Source: an optimization exercise on an open RTL-to-GDS flow (aim: small area, a short achievable clock period and few clock cycles per item). Production flows keep margins and buffers that such runs may drop.
The RTL was checked by simulation tests, not by an equivalence proof against the original design.

==> flow/run.sh <==
#!/bin/bash
# synth_recipe.tcl (not shown) runs the flow's synth.tcl, then flattens the netlist and writes it again
# the make line also repeats each setting of config.mk as NAME=value (left out here)
make -C /OpenROAD-flow-scripts/flow DESIGN_CONFIG=/design/flow/config.mk WORK_HOME=/design/flow/orfs CLKGATE_MAP_FILE= SYNTH_SCRIPT=/design/flow/synth_recipe.tcl finish
==> flow/config.mk <==
export PLATFORM = sky130hd
export DESIGN_NAME = fma_unit
export DESIGN_NICKNAME = fma_unit
export VERILOG_FILES = /design/flow/design.v
export SDC_FILE = /design/flow/constraint.sdc
export NUM_CORES = 4
export LEC_CHECK = 0
export CAP_MARGIN = 20
export CORE_MARGIN = 2
export CORE_UTILIZATION = 40
export PLACE_DENSITY = 0.6
export SETUP_SLACK_MARGIN = 5
export SLEW_MARGIN = 20
==> flow/constraint.sdc <==
create_clock -name core_clock -period 32.0 [get_ports {clk}]
set_input_delay 6.4000 -clock core_clock [delete_from_list [all_inputs] [get_ports {clk}]]
set_output_delay 6.4000 -clock core_clock [all_outputs]
set_load 0.01 [all_outputs]
==> flow/design.v <==
module fma_core (
    input  wire [31:0] a,
    input  wire [31:0] b,
    input  wire [31:0] c,
    output reg  [31:0] y
);
    localparam [31:0] QNAN = 32'h7FC00000;
    wire        sa = a[31], sb = b[31], sc = c[31];
    wire [7:0]  ea = a[30:23], eb = b[30:23], ec = c[30:23];
    wire [22:0] fa = a[22:0],  fb = b[22:0],  fc = c[22:0];
    wire a_zero = (ea == 8'd0) && (fa == 23'd0);
    wire b_zero = (eb == 8'd0) && (fb == 23'd0);
    wire c_zero = (ec == 8'd0) && (fc == 23'd0);
    wire a_inf  = (ea == 8'hFF) && (fa == 23'd0);
    wire b_inf  = (eb == 8'hFF) && (fb == 23'd0);
    wire c_inf  = (ec == 8'hFF) && (fc == 23'd0);
    wire a_nan  = (ea == 8'hFF) && (fa != 23'd0);
    wire b_nan  = (eb == 8'hFF) && (fb != 23'd0);
    wire c_nan  = (ec == 8'hFF) && (fc != 23'd0);
    wire sp = sa ^ sb;                        
    reg  [23:0] ma, mb, mc;
    reg  signed [10:0] xa, xb, xc;
    reg  [4:0]  lza, lzb, lzc;
    integer i;
    always @* begin
        lza = 5'd0;
        for (i = 0; i < 23; i = i + 1)
            if (fa[i]) lza = 5'd22 - i[4:0];
        lzb = 5'd0;
        for (i = 0; i < 23; i = i + 1)
            if (fb[i]) lzb = 5'd22 - i[4:0];
        lzc = 5'd0;
        for (i = 0; i < 23; i = i + 1)
            if (fc[i]) lzc = 5'd22 - i[4:0];
        if (ea != 8'd0) begin
            ma = {1'b1, fa};
            xa = $signed({3'b000, ea});
        end else begin
            ma = {1'b0, fa} << (lza + 5'd1);
            xa = -$signed({6'b0, lza});
        end
        if (eb != 8'd0) begin
            mb = {1'b1, fb};
            xb = $signed({3'b000, eb});
        end else begin
            mb = {1'b0, fb} << (lzb + 5'd1);
            xb = -$signed({6'b0, lzb});
        end
        if (ec != 8'd0) begin
            mc = {1'b1, fc};
            xc = $signed({3'b000, ec});
        end else begin
            mc = {1'b0, fc} << (lzc + 5'd1);
            xc = -$signed({6'b0, lzc});
        end
    end
    wire [47:0] mp = ma * mb;
    wire signed [11:0] d = $signed({xc[10], xc}) - $signed({xa[10], xa})
                         - $signed({xb[10], xb}) + 12'sd150;
    wire c_far = !c_zero && (d > 12'sd50);
    wire [11:0] rs_raw = 12'sd50 - d;
    wire [6:0]  rs = c_far ? 7'd0 :
                     (rs_raw > 12'd100) ? 7'd100 : rs_raw[6:0];
    wire [176:0] c_wide  = {1'b0, mc, 152'd0} >> rs;   
    wire         c_stick = |c_wide[99:0];
    wire [76:0]  c_field = {c_wide[176:101], c_wide[100] | c_stick};
    wire [76:0]  p_field = c_far ? 77'd1 : {27'd0, mp, 2'b00};
    wire signed [11:0] base = c_far ? ($signed({xc[10], xc}) - 12'sd202)
                                    : ($signed({xa[10], xa}) + $signed({xb[10], xb})
                                       - 12'sd302);
    wire        sub   = sp ^ sc;
    wire [77:0] sum   = {1'b0, p_field} + {1'b0, c_field};
    wire [77:0] diff  = {1'b0, p_field} - {1'b0, c_field};
    wire        neg   = sub & diff[77];
    wire [76:0] mag   = !sub ? sum[76:0] : (neg ? (~diff[76:0] + 77'd1) : diff[76:0]);
    wire        s_res = neg ? sc : sp;
    reg [6:0] lz;
    always @* begin
        lz = 7'd0;
        for (i = 0; i < 77; i = i + 1)
            if (mag[i]) lz = 7'd76 - i[6:0];
    end
    wire [76:0] norm = mag << lz;
    wire signed [11:0] er = 12'sd76 - $signed({5'd0, lz}) + base + 12'sd127;
    wire        tiny  = (er < 12'sd1);
    wire [11:0] k_raw = 12'sd1 - er;
    wire [6:0]  k     = !tiny ? 7'd0 : (k_raw > 12'd80) ? 7'd80 : k_raw[6:0];
    wire [153:0] den_wide = {norm, 77'd0} >> k;
    wire [76:0]  den   = den_wide[153:77];
    wire         den_s = |den_wide[76:0];
    wire [23:0] mant  = den[76:53];
    wire        guard = den[52];
    wire        stick = (|den[51:0]) | den_s;
    wire        inc   = guard & (stick | mant[0]);
    wire [7:0]  efld  = tiny ? 8'd0 : er[7:0];
    wire [30:0] rnd   = {efld, mant[22:0]} + {30'd0, inc};
    wire        ovf   = !tiny && (er > 12'sd254);
    wire [31:0] y_fin = (mag == 77'd0) ? 32'h00000000 :
                        ovf ? {s_res, 8'hFF, 23'd0} :
                              {s_res, rnd};
    wire p_inf  = a_inf | b_inf;
    wire p_zero = a_zero | b_zero;
    wire is_nan = a_nan | b_nan | c_nan |
                  (a_inf & b_zero) | (a_zero & b_inf) |
                  (p_inf & c_inf & (sp != sc));
    always @* begin
        if (is_nan)
            y = QNAN;
        else if (p_inf)
            y = {sp, 8'hFF, 23'd0};
        else if (c_inf)
            y = {sc, 8'hFF, 23'd0};
        else if (p_zero)
            y = c_zero ? {sp & sc, 31'd0} : c;
        else
            y = y_fin;
    end
endmodule
module fma_unit (
    input  wire        clk,
    input  wire        rst,         
    input  wire        in_valid,
    output wire        in_ready,
    input  wire [31:0] a,
    input  wire [31:0] b,
    input  wire [31:0] c,
    output reg         out_valid,
    output reg  [31:0] y
);
    reg        v_q;
    reg [31:0] a_q, b_q, c_q;
    assign in_ready = 1'b1;
    always @(posedge clk) begin
        if (rst)
            v_q <= 1'b0;
        else
            v_q <= in_valid;
        if (in_valid) begin
            a_q <= a;
            b_q <= b;
            c_q <= c;
        end
    end
    wire [31:0] y_d;
    fma_core u_core (.a(a_q), .b(b_q), .c(c_q), .y(y_d));
    always @(posedge clk) begin
        if (rst)
            out_valid <= 1'b0;
        else
            out_valid <= v_q;
        if (v_q)
            y <= y_d;
    end
endmodule
==> flow_summary.ini <==
[status]
status = no timing/DRC/antenna violations

[logic_synthesis]
yosysMostFrequentCell = nor2_1
syn_area_per_cell_um2 = 7.05
synth_area_leaders = fa_1 (16%), ha_1 (7.1%), nor2_1 (6.4%), nand2_1 (6.1%), edfxtp_1 (6.1%)
yosys-top-cells-count = nor2_1 (1082), nand2_1 (1027), inv_1 (821)
synth.distinct_cells = 129
synth-seq-cells = 130
synth_area_um2 = 63200
yosys.area.top_type = fa_1
syn-instance-count = 8976
synth_edf_count = 128
synth_top_area_share = 0.157
yosysWarnings = 2
synth_flop_cell = edfxtp_1
synthArstFlopShare = 0
seq_area_frac_synth = 0.0614

[detailed_routing]
routed_via_density = 6.80
num_vias = 75200
wl_per_cell_um = 31.4
drt-pass1-iter-count = 10
antenna_left = 0
drc = 0
drtIter0Drc = 11300
drt-total-wl_mm = 348

[setup_path]
crit_path_start_kind = register
worstPathRequired_ps = 32240
critPathSlowestCell = or4_1
critPathMaxStageDelay_ps = 560
critPathMaxFanout = 21
cp-end-kind = register
crit_path_frequent_cell = nor3_1
arrival_ps = 26230
critPathKind = reg -> reg

[job]
maxCapViolations = 0

[floorplan]
die_h_um = 402
ios = 133
dieArea_um2 = 161000
fp.dieW_um = 402
fp-row-count = 145
design.core.area_um2 = 157000
start_util = 0.404

[cts]
holdBufCountCts = 0
clockBufferDepth = 3
cts_root_buf = clkbuf_16
cts_tree = done
clkTransAtPathRegs_ps = 60
h-tree-depth = 4
cts_made_buffers = 25
cts.sinks = 130
clkLatencyLatePin_ps = 490

[sta]
relSlewSlack = 0.101
timing.final.crit_share = 0.812
tightest_slew_ps = 1340
rsz0062_at_grt = false
finClkSkew_ps = 24.8
whs_ps = 467
hold_viol_final = 0
slew_violations = 0
post-route-min-period_ps = 25990
finalSetupTns_ps = 0
setup_viol = 0
fmax_mhz = 38.5

[grt]
track_usage = 0.409
grt_overflow = 0
grt_antenna_before_repair = 15
grt_max_degree = 131
grt_pass1_wl_mm = 496
grt_pass1_vias = 69600

[worst_hold_path]
min_path_type = reg -> reg

[placement]
dpl.hpwl_mm = 278
port-buffer-count = 131
place.gp.congestion = 1.05

[finish]
nFillCells = 16300
drive_above_1_share = 0.101
syn_to_final_growth_pct = 11.1
fin_nets = 9938
==> flip-flops by register name (all words and copies together), names as in the netlist <==
| signal | cells |
|---|---|
| b_q | 32 |
| v_q | 1 |
| c_q | 32 |
| out_valid | 1 |
| y | 32 |
| a_q | 32 |
==> area by class of cell <==
class,instances,area (um2),share of cell area
tap,2058,2570,0.0367
antenna,8,20.0,0.000285
timing repair buffer,535,4530,0.0645
sequential,130,3880,0.0553
multi-input combinational,7464,55400,0.789
clock inverter,6,50.0,0.000713
clock buffer,26,629,0.00896
inverter,828,3120,0.0445
==> worst max-delay path, delay by kind of cell (launching register included) <==
kind	cells	cell delay (ps)
adder cells (fa/ha/maj)	11	3540
multiplexers	2	810
AND/OR/NAND/NOR	35	8540
AO/OA/AOI/OAI	38	9890
buffers and inverters	14	2030
flip-flops	1	490
XOR/XNOR	2	360
==> routing by layer <==
metal,wire length [um],up-vias,GRT usage
li1,-,32400,-
met1,144000,36700,0.563
met2,144000,5150,0.608
met3,39400,996,0.0919
met4,19700,4,0.180
met5,27,-,0
==> repair_timing <==
| action | in CTS | in global routing |
|---|---|---|
| hold endpoints to repair | 0 | 0 |
| resized for setup | 83 | 213 |
| buffers inserted | 20 | 60 |
| setup endpoints to repair | 31 | 31 |
| gates cloned | 3 | 4 |
| pin swaps | 11 | 32 |
==> cell usage in the layout, fill, tap and decap left out, drive strengths merged, types with 128 or more instances in the layout <==
cell type / instances
nor2: 1087
nand2: 1031
inv: 826
a21oi: 504
fa: 496
o21ai: 442
buf: 402
ha: 359
nor3: 311
nand3: 305
mux2i: 228
xnor2: 187
a211oi: 158
clkdlybuf4s50: 130
edfxtp: 128
==> kinds of logic (layout without fill, tap and decap cells) <==
group,count (synthesis),count (layout),synth area share
other,2,13,0.000119
adders and majority gates,855,855,0.228
buffers and inverters,1390,1395,0.0860
muxes,286,286,0.0486
and+or+nand+nor,3564,3569,0.264
AOI/OAI and AO/OA,2493,2493,0.276
xor gates and xnor gates,256,256,0.0357
DFF,130,130,0.0614
==> path summary, 6_finish.rpt <==
kind                              from        end  slack (ps)  depth (start not counted)
worst max-delay path            a_q[1]      y[25]        6010                        102
worst min-delay path               v_q  out_valid         470                          1
worst max register to register  a_q[1]      y[25]        6010                        102
worst min register to register     v_q  out_valid         470                          1
==> metrics by stage <==
step / util / cell area [um2] / instances / setup WS (ps)
floorplan: - / 63300 / 8979 / 5000
global placement: 0.431 / 67500 / 10900 / 2860
detailed placement: 0.431 / 67500 / 10900 / 2620
CTS: 0.439 / 68800 / 11000 / 5010
global route: 0.448 / 70200 / 11000 / 4890
finish: 0.449 / 70200 / 11100 / 6010
Testbench counts, summed over its fixed seeds: cycles 24,016, items 24,000.

## separate check: timing with driven ports
The flow's constraints put no driver on any port. The routed layout listed below was extracted and timed again, unchanged, in two steps. Step 1 assumes that a clkbuf_16 drives the clock port and a buf_2 every other input. Step 2 times the ports against the registers' clock, not the clock port: input delays grow and output delays shrink by t, the midpoint of the rising clock arrivals with the driver on. Three values: ideal ports, drivers, drivers and shift; two values: the first two.
t (ns): 0.538
slack for setup (ns): 6.010 / 6.010 / 6.010
worst setup path after step 2: register to register
worst slew at a driven data input, ns: 0.08
pins driven straight from the clock port: 1
After both steps this run still meets setup and hold. The setup slack of this run moves by 0.000 ns with the drivers and by 0.000 ns with both steps.
